From an optimization exercise on the open Yosys and OpenROAD flow, aimed at small area and a short achievable clock period; shortcuts taken in it are not production practice.
RTL that was checked went through simulation tests only; none was proved equivalent to the original.
Only the layout flow was run in run 2; the RTL was not checked for function there.

==> flow/design.v (outline; a module is shown in full before it is edited, if it fits) <==
// module ocosh_mdu: 1337 lines
module ocosh_mdu (
    input  wire        clk,
    input  wire        rst,
    input  wire        start,
    input  wire [4:0]  op,
    input  wire [31:0] a,
    input  wire [31:0] b,
    input  wire        ct,
    output wire        ready,
    output reg         done,
    output wire [31:0] result,
    output wire        dv,
    output wire        sat
);
  // ...
==> flow/flow/run.sh <==
#!/bin/bash
# Standard layout (the standard.sh, unchanged synthesis), with the port
# buffers made from sky130_fd_sc_hd__buf_4 instead of the cell buffer_ports
# picks by itself.
set -euo pipefail
export BUFFER_PORTS_ARGS="-buffer_cell sky130_fd_sc_hd__buf_4"
bash standard.sh > standard.log 2>&1
==> flow/standard.sh <==
#!/bin/bash
# synth_recipe.tcl (not shown) runs the flow's synth.tcl, then flattens the netlist and writes it again
# the make line also repeats each setting of config.mk as NAME=value (left out here)
make -C /OpenROAD-flow-scripts/flow DESIGN_CONFIG=/design/flow/config.mk WORK_HOME=/design/flow/orfs CLKGATE_MAP_FILE= SYNTH_SCRIPT=/design/flow/synth_recipe.tcl "${@:-finish}"
==> flow/config.mk <==
export PLATFORM = sky130hd
export DESIGN_NAME = ocosh_mdu
export DESIGN_NICKNAME = ocosh_mdu
export VERILOG_FILES = /design/flow/design.v
export SDC_FILE = /design/flow/constraint.sdc
export NUM_CORES = 4
export LEC_CHECK = 0
export ABC_AREA = 1
export CAP_MARGIN = 20
export CORE_MARGIN = 2
export CORE_UTILIZATION = 40
export SLEW_MARGIN = 20
==> flow/constraint.sdc <==
create_clock -name core_clock -period 11.0 [get_ports {clk}]
set_input_delay 2.2000 -clock core_clock [delete_from_list [all_inputs] [get_ports {clk}]]
set_output_delay 2.2000 -clock core_clock [all_outputs]
set_load 0.01 [all_outputs]
==> flow_summary.yaml, run 1 <==
sta:
  fin_ws_ns: 2.493
  fmax_mhz: 117.6
  worst_slew_pin_slew_ns: 1.142
  hold_viol: 0
  setup_violations: 0
logic_synthesis:
  synth_adder_area_share_pct: 15.48
  netlist_top_cells_area: "nand2_1, edfxtp_1, xor2_1, ha_1, fa_1"
  synth_edf_count: 123
  yosys.area_share.xor_xnor_pct: 9.740
  synth-simple-area-share_pct: 26.85
  yosysTopAreaCell: "nand2_1"
critical_path:
  worst-path-stages: 34
  cp_max_fo: 34
  critPathLaunchType: "primary input"
  cp_slowest_cell: "xnor2_1"
  cp_top_family: "simple AND/OR/NAND/NOR gates"
  critPathLaunch: "op[0]"
outcome:
  status: "timing/DRC/antenna clean"
placement:
  dpl.cell_count: 5630
  pre_cts_slack_ns: 2.324
route:
  drt-met1-wl_um: 58700
  vias: 35010
  avgRoutedWirePerCell_um: 26.75
  ant_nets: 0
finish:
  instances_no_fill: 5663
  nNonClkInverters: 626
  stdcell_area_sq_mm: 0.03248
  largest_reg_flops: 33
  seqCellArea_sq_mm: 0.004496
  fillers: 8165
clock_network:
  numCtsBuffers: 17
  post-cts-setup-buffers: 0
  cts_tree: "built"
global_routing:
  grt_util_met1_pct: 49.12
  met2_usage_pct: 58.04
  grtUsageTotal_pct: 37.97
  grt_max_degree: 65
==> run 2, diff against run 1 <==
--- a/flow/design.v
+++ b/flow/design.v
@@ -9,53 +9,53 @@
     output wire        ready,
     output reg         done,
     output wire [31:0] result,
     output wire        dv,
     output wire        sat
 );
     reg  [4:0]  cnt;     
     reg  [3:0]  sm1;     
-    reg  [5:0]  la;      
-    reg  [5:0]  lb;      
-    reg         ca;      
-    reg         cb;      
+    reg  [6:0]  dd;      
     reg         sact;    
     reg         nrm;     
     reg         o_mul;   
     reg         o_q;     
     reg         o_lo;    
     reg  [32:0] ra;      
     reg  [31:0] rb;      
     reg  [31:0] ph;      
     reg  [31:0] pl;      
     reg         bn;      
     reg         neg;     
     reg         rup;     
     reg         satr;    
     reg         dvf;     
+    reg         dquo;    
+    reg         ssgn;    
+    reg         ssth;    
     assign ready = (cnt == 5'd0);
     wire accept = start & ready;
     genvar gi;
     wire i_div  = op[3];
     wire i_help = op[4] & (op[2] | op[1]);
     wire i_mul  = ~op[3] & ~i_help;
     wire h_add  = i_help & ~op[2] & ~op[0];
     wire h_sub  = i_help & ~op[2] & op[0];
     wire h_shr  = op[2] & ~op[1] & ~op[0];
     wire h_shl  = op[2] & ~op[1] & op[0];
     wire h_sat  = op[2] & op[1];
     wire i_bs   = ~op[1];                  
     wire i_as   = ~(op[1] & ~op[0]);       
     wire i_ds   = i_div & ~op[0];          
     wire i_an   = i_ds & a[31];
     wire i_bn   = i_ds & b[31];
-    wire [31:0] adx = nrm ? (rb ^ {32{bn}}) : (a ^ {32{i_an}});
-    wire [31:0] ady = (b ^ {32{h_sub}}) & {32{~nrm & (h_add | h_sub)}};
-    wire        adc = nrm ? bn : (h_sub | i_an);
+    wire [31:0] adx = nrm ? (rb ^ {32{bn}}) : a;
+    wire [31:0] ady = (b ^ {32{op[0]}}) & {32{~nrm}};
+    wire        adc = nrm ? bn : op[0];
     wire [31:0] ad_a = adx;
     wire [31:0] ad_b = ady;
     wire ad_ci = adc;
     wire [31:0] ad_p = ad_a ^ ad_b;
     wire [31:0] ad_g = ad_a & ad_b;
     wire ad_G0 = ad_g[0] | (ad_p[0] & ad_ci);
     wire ad_G_1 = ad_g[1] | (ad_p[1] & ad_G0);
     wire ad_G_2 = ad_g[3] | (ad_p[3] & ad_g[2]);
@@ -209,34 +209,34 @@
     generate
         for (gi = 0; gi < 31; gi = gi + 1) begin : g_rev
             assign tm_rev[gi] = tm[30 - gi];
         end
     endgenerate
     wire        l_ov = |((a[30:0] ^ {31{a[31]}}) & tm_rev);
     wire        h_ok = (a[31:15] == {17{a[31]}});
     wire        hs_sat = ((h_add | h_sub) & ad_ov) | (h_shl & l_ov) | (h_sat & ~h_ok);
-    wire [31:0] hs_satv = {a[31], {16{h_sat ? a[31] : ~a[31]}}, {15{~a[31]}}};
-    wire [31:0] hs_res = hs_sat ? hs_satv :
-                         (h_add | h_sub) ? ad :
-                         h_sat ? a : shf[31:0];
+    wire [31:0] ph_in  = ({32{h_add | h_sub}} & ad) |
+                         ({32{h_sat | i_div}} & a) |
+                         ({32{h_shr | h_shl}} & shf[31:0]) |
+                         {32{acc_pre & m_as}};
     function [5:0] bitlen;
         input [31:0] x;
         integer i;
         begin
             bitlen = 6'd0;
             for (i = 0; i < 32; i = i + 1)
                 if (x[i]) bitlen = i[5:0] + 6'd1;
         end
     endfunction
     wire        pa = &(a[31:1] | ~a[30:0]);
     wire        pb = &(b[31:1] | ~b[30:0]);
     wire [5:0]  len_a = bitlen(a ^ {32{i_an}});
     wire [5:0]  len_b = bitlen(b ^ {32{i_bn}});
-    wire [6:0]  d_diff = {1'b0, la} + {6'h0, ca} - {1'b0, lb} - {6'h0, cb};
+    wire [6:0]  d_diff = dd;
     wire        d_zero = (b == 32'h0);
     wire        d_ovf  = i_ds & (a == 32'h8000_0000) & (b == 32'hFFFF_FFFF);
     wire        d_dv   = d_zero | d_ovf;
     wire        d_triv = dvf | d_diff[6];
     wire [4:0]  d_steps = d_diff[5:1] + 5'd1;        
     wire bs1 = i_bs ? (b[31:7]  == {25{b[31]}}) : (b[31:8]  == 24'h0);
     wire bs2 = i_bs ? (b[31:15] == {17{b[31]}}) : (b[31:16] == 16'h0);
     wire bs3 = i_bs ? (b[31:23] == {9{b[31]}})  : (b[31:24] == 8'h0);
@@ -1265,17 +1265,18 @@
     wire osum_G_125 = osum_G_104 | (osum_P_105 & osum_G_97);
     wire osum_G_126 = osum_G_106 | (osum_P_107 & osum_G_97);
     wire osum_G_127 = osum_G_108 | (osum_P_109 & osum_G_97);
     wire osum_G_128 = osum_G_110 | (osum_P_111 & osum_G_97);
     wire osum_G_129 = osum_G_112 | (osum_P_113 & osum_G_97);
     wire [31:0] osum_c = {osum_G_128, osum_G_127, osum_G_126, osum_G_125, osum_G_124, osum_G_123, osum_G_122, osum_G_121, osum_G_120, osum_G_119, osum_G_118, osum_G_117, osum_G_116, osum_G_115, osum_G_114, osum_G_97, osum_G_96, osum_G_95, osum_G_94, osum_G_93, osum_G_92, osum_G_91, osum_G_90, osum_G_65, osum_G_64, osum_G_63, osum_G_62, osum_G_33, osum_G_32, osum_G_1, osum_G0, osum_ci};
     wire [31:0] osum = osum_p ^ osum_c;
     wire osum_co = osum_G_129;
-    assign result = q_sat ? 32'h7FFF_FFFF : osum;
+    assign result = q_sat ? 32'h7FFF_FFFF :
+                    satr  ? {ssgn, {16{ssth ? ssgn : ~ssgn}}, {15{~ssgn}}} : osum;
     assign sat    = satr | q_sat;
     assign dv     = dvf;
     always @(posedge clk) begin
         if (rst) begin
             cnt  <= 5'd0;
             sact <= 1'b0;
             nrm  <= 1'b0;
             done <= 1'b0;
@@ -1297,38 +1298,42 @@
                     if (sm1 == 4'd0)
                         sact <= 1'b0;
                     sm1 <= sm1 - 4'd1;
                 end
             end
         end
     end
     always @(posedge clk) begin
+        rup  <= accept & h_shr & r_up;
+        satr <= accept & i_help & hs_sat;
+        dd   <= {1'b0, len_a} + {6'h0, i_an & pa} - {1'b0, len_b} - {6'h0, i_bn & pb};
+        bn   <= i_bn;
+        dquo <= ~op[1];
+        ssgn <= a[31];
+        ssth <= h_sat;
+    end
+    always @(posedge clk) begin
         if (accept) begin
             o_mul <= i_mul;
             o_q   <= i_mul & op[4];
-            o_lo  <= (i_mul & (op[1:0] == 2'b00) & ~op[4]) | (i_div & ~op[1]);
-            ra    <= {m_as, ad};
-            la    <= len_a;
-            lb    <= len_b;
-            ca    <= i_an & pa;
-            cb    <= i_bn & pb;
+            o_lo  <= i_mul & (op[1:0] == 2'b00) & ~op[4];
+            ra    <= {m_as, a};
             rb    <= i_mul ? b_al : b;
-            bn    <= i_bn;
-            neg   <= i_div & (op[1] ? i_an : (i_an ^ i_bn));
-            rup   <= h_shr & r_up;
-            satr  <= i_help & hs_sat;
+            neg   <= i_an;       
             dvf   <= i_div & d_dv;
-            ph    <= i_help ? hs_res : i_div ? (d_dv ? 32'h0 : ad) :
-                     acc_pre ? {32{m_as}} : 32'h0;
-            pl    <= acc_pre ? a : (i_div & d_dv) ? ad : 32'h0;
+            ph    <= ph_in;
+            pl    <= acc_pre ? a : 32'h0;
         end else begin
             rb <= {rb[23:0], 8'h0};
             if (nrm) begin
                 ra <= shf;
+                ph <= osum;
+                neg <= dquo ? (neg ^ bn) : neg;
+                o_lo <= dquo ^ dvf;
             end else if (div_step) begin
                 ra <= {2'b0, ra[32:2]};
                 ph <= dr2;
                 pl <= {pl[29:0], dq1, dq2};
             end else if (mul_step) begin
                 ph <= acc_next[63:32];
                 pl <= acc_next[31:0];
             end
==> flow_summary.yaml, run 2 <==
flow_run:
  maxCapViolations: 0
finish:
  area_growth_pct: 6.914
  drive_gt1_share_pct: 6.743
  seqCellArea_sq_mm: 0.004230
  layout.cells.most_common_list: "nand2_1, inv_1, o21ai_0"
  top_register: "ra"
  final_common_cell: "nand2_1"
  n_antenna_cell: 0
  largest_reg_flops: 33
  stdcell_area_sq_mm: 0.03177
  multiInputGateArea_sq_mm: 0.02227
  fin_util_pct: 43.40
  fillers: 7887
  fin_nets: 4890
logic_synthesis:
  netlist_top_cells_area: "nand2_1, edfxtp_1, xor2_1, ha_1, fa_1"
  yosysSeqAreaShare_pct: 14.21
  synth_edf_count: 106
  synth_seq_cells: 158
  syn_area_per_cell_sq_um: 6.467
  yosysTopAreaCellShare_pct: 12.68
  synthDistinctLibCells: 67
  yosysTopAreaCell: "nand2_1"
  syn_area_sq_mm: 0.02972
  syn_nets: 4975
  ys_top_cells_by_count: "nand2_1, inv_1, o21ai_0"
  synthCells: 4595
  dominantRegCellSynth: "edfxtp_1"
  synth_most_common_cell: "nand2_1"
  synthArstFlopShare_pct: 0
  synth.yosys.warnings: 1
global_routing:
  grt_max_degree: 60
  grtUsageTotal_pct: 36.22
  grt_pass1_wl_um: 206400
  grt_pass1_vias: 31140
  antenna_found_initial: 2
  globalRouteOverflowTotal: 0
route:
  vias_per_cell: 6.112
  avgRoutedWirePerCell_um: 25.97
  vias: 33500
  routed-wl-met2_um: 61520
  drcViolationCount: 0
  wl_met3_um: 13720
  top_layer_used: "met5"
  drt_first_pass_iters: 6
  drt-met1-wl_um: 55330
  drt_wl_total_um: 142400
  ant_nets: 0
  drt_iter0_markers: 4496
sta:
  worst_slew_pin_slew_ns: 1.185
  slew_headroom_pct: 20.18
  fin_crit_ns: 9.055
  hold_viol: 0
  setup_violations: 0
  fmax_mhz: 110.4
  setup_tns_ns: 0
  fin_skew_ns: 0.02535
  finalMaxSlewViolations: 0
  fin_ws_ns: 1.945
  rsz0062_at_grt: "no"
  finalCritPeriodShare_pct: 82.32
placement:
  hpwl_um: 109300
  port_buffers: 108
  dpl-instance-area_sq_mm: 0.03112
  gp_congestion: 1.033
  pre_cts_slack_ns: 2.049
floorplanning:
  rows: 99
  fp.coreArea_sq_mm: 0.07321
  die_area_sq_mm: 0.07649
  die_h_um: 276.6
  io_pins: 109
  die_w_um: 276.6
  start_util_pct: 40.59
critical_path:
  cp_slowest_cell: "nand2_1"
  cp_max_fo: 42
  critPathLaunchType: "flop"
  cp_common_cell: "nand2_1"
  end_kind: "flop"
  critical-path-max-stage-delay_ns: 0.60
  critPathArrivalTime_ns: 9.29
  cp.required_ns: 11.24
  path_class: "flop to flop"
clock_network:
  postCtsHoldBufs: 0
  clock_tree.htree_level_count: 4
  cts_tree: "built"
  insertion_delay_ns: 0.51
  path_clk_slew_ns: 0.09
  clockBufferDepth: 2
  post-cts-setup-buffers: 0
  cts_root_buf: "clkbuf_16"
  cts_resized: 0
  cts.sinks: 158
  numCtsBuffers: 17
outcome:
  status: "timing/DRC/antenna clean"
min_path:
  hold_path.class: "flop to flop"
## run 2: final cells by class
class                           instances  share of cell area [%]
Timing Repair Buffer                  162                   3.891
Inverter                              590                   6.975
Multi-Input combinational cell       3581                   70.09
Tap cell                              959                   3.777
Sequential cell                       158                   13.32
Clock buffer                           21                   1.619
Clock inverter                         11                  0.3348
## run 2: critical path: cells and delay by family (launching register included)
family | cells | cell delay [ns]
flip-flops | 1 | 0.36
AND/OR/NAND/NOR | 24 | 3.26
buffers and inverters | 6 | 1.75
adder cells (fa/ha/maj) | 3 | 1.19
AO/OA/AOI/OAI | 11 | 2.21
## run 2: kinds of logic after synthesis
group	count (synthesis)	share of synthesized area (%)
compound gates	1129	22.51
fa+ha+maj	307	15.88
xor+xnor	367	10.82
simple gates	1772	25.34
buf+inv	856	11.04
flops	158	14.21
mux	6	0.2021
## run 2: metal layers
layer  GRT usage [%]  vias up
li1                -    15300
met1           45.89    15700
met2           55.87     2033
met3           6.033      476
met4           25.94        2
met5               0        -
## run 2: path summary, 6_finish.rpt
| path | from | to | slack (ns) | depth (start not counted) |
|---|---|---|---|---|
| worst max-delay path | ra[1]$_DFFE_PP_ | ph[11]$_DFFE_PP_ | 1.95 | 44 |
| worst min-delay path | rb[14]$_DFF_P_ | rb[22]$_DFF_P_ | 0.48 | 2 |
| worst max register to register | ra[1]$_DFFE_PP_ | ph[11]$_DFFE_PP_ | 1.95 | 44 |
| worst min register to register | rb[14]$_DFF_P_ | rb[22]$_DFF_P_ | 0.48 | 2 |
## run 2: per-stage QoR
stage	cells	hold slack, ns
3_5_place_dp	5449	0.4672
2_1_floorplan	4595	0.4475
6_report	5482	0.4795
3_3_place_gp	5449	0.4773
5_1_grt	5482	0.4987
4_1_cts	5481	0.4803

==> static timing again, ports no longer ideal <==
In the flow no input, the clock included, has a driving cell. The finished layouts below were timed again as built, in two steps. Step 1 assumes that a clkbuf_16 drives the clock port and a buf_2 every other input. Step 2 adds t to the input delays and takes it off the output delays; t is the mean of the earliest and latest rising clock arrival at the registers after step 1. Input paths then give back, and output paths get back, about the clock's delay inside the block. Slacks: ideal / step 1 / step 2; pairs: ideal / step 1.
run | shift t [ns] | slack for setup (ns) | hold WS [ns] | clock arrival spread, ns | cell pins on the clock port's net
run 1 | 0.556 | 2.493 / 2.534 / 1.978 | 0.497 / 0.497 / 0.497 | 0.016 / 0.016 | 1
run 2 | 0.558 | 1.945 / 1.945 / 1.945 | 0.480 / 0.480 / 0.480 | 0.026 / 0.025 | 1
After both steps setup and hold are still met in every run listed. The setup slack of run 1, which loses most, moves by +0.041 ns with the drivers and by -0.515 ns with both steps.
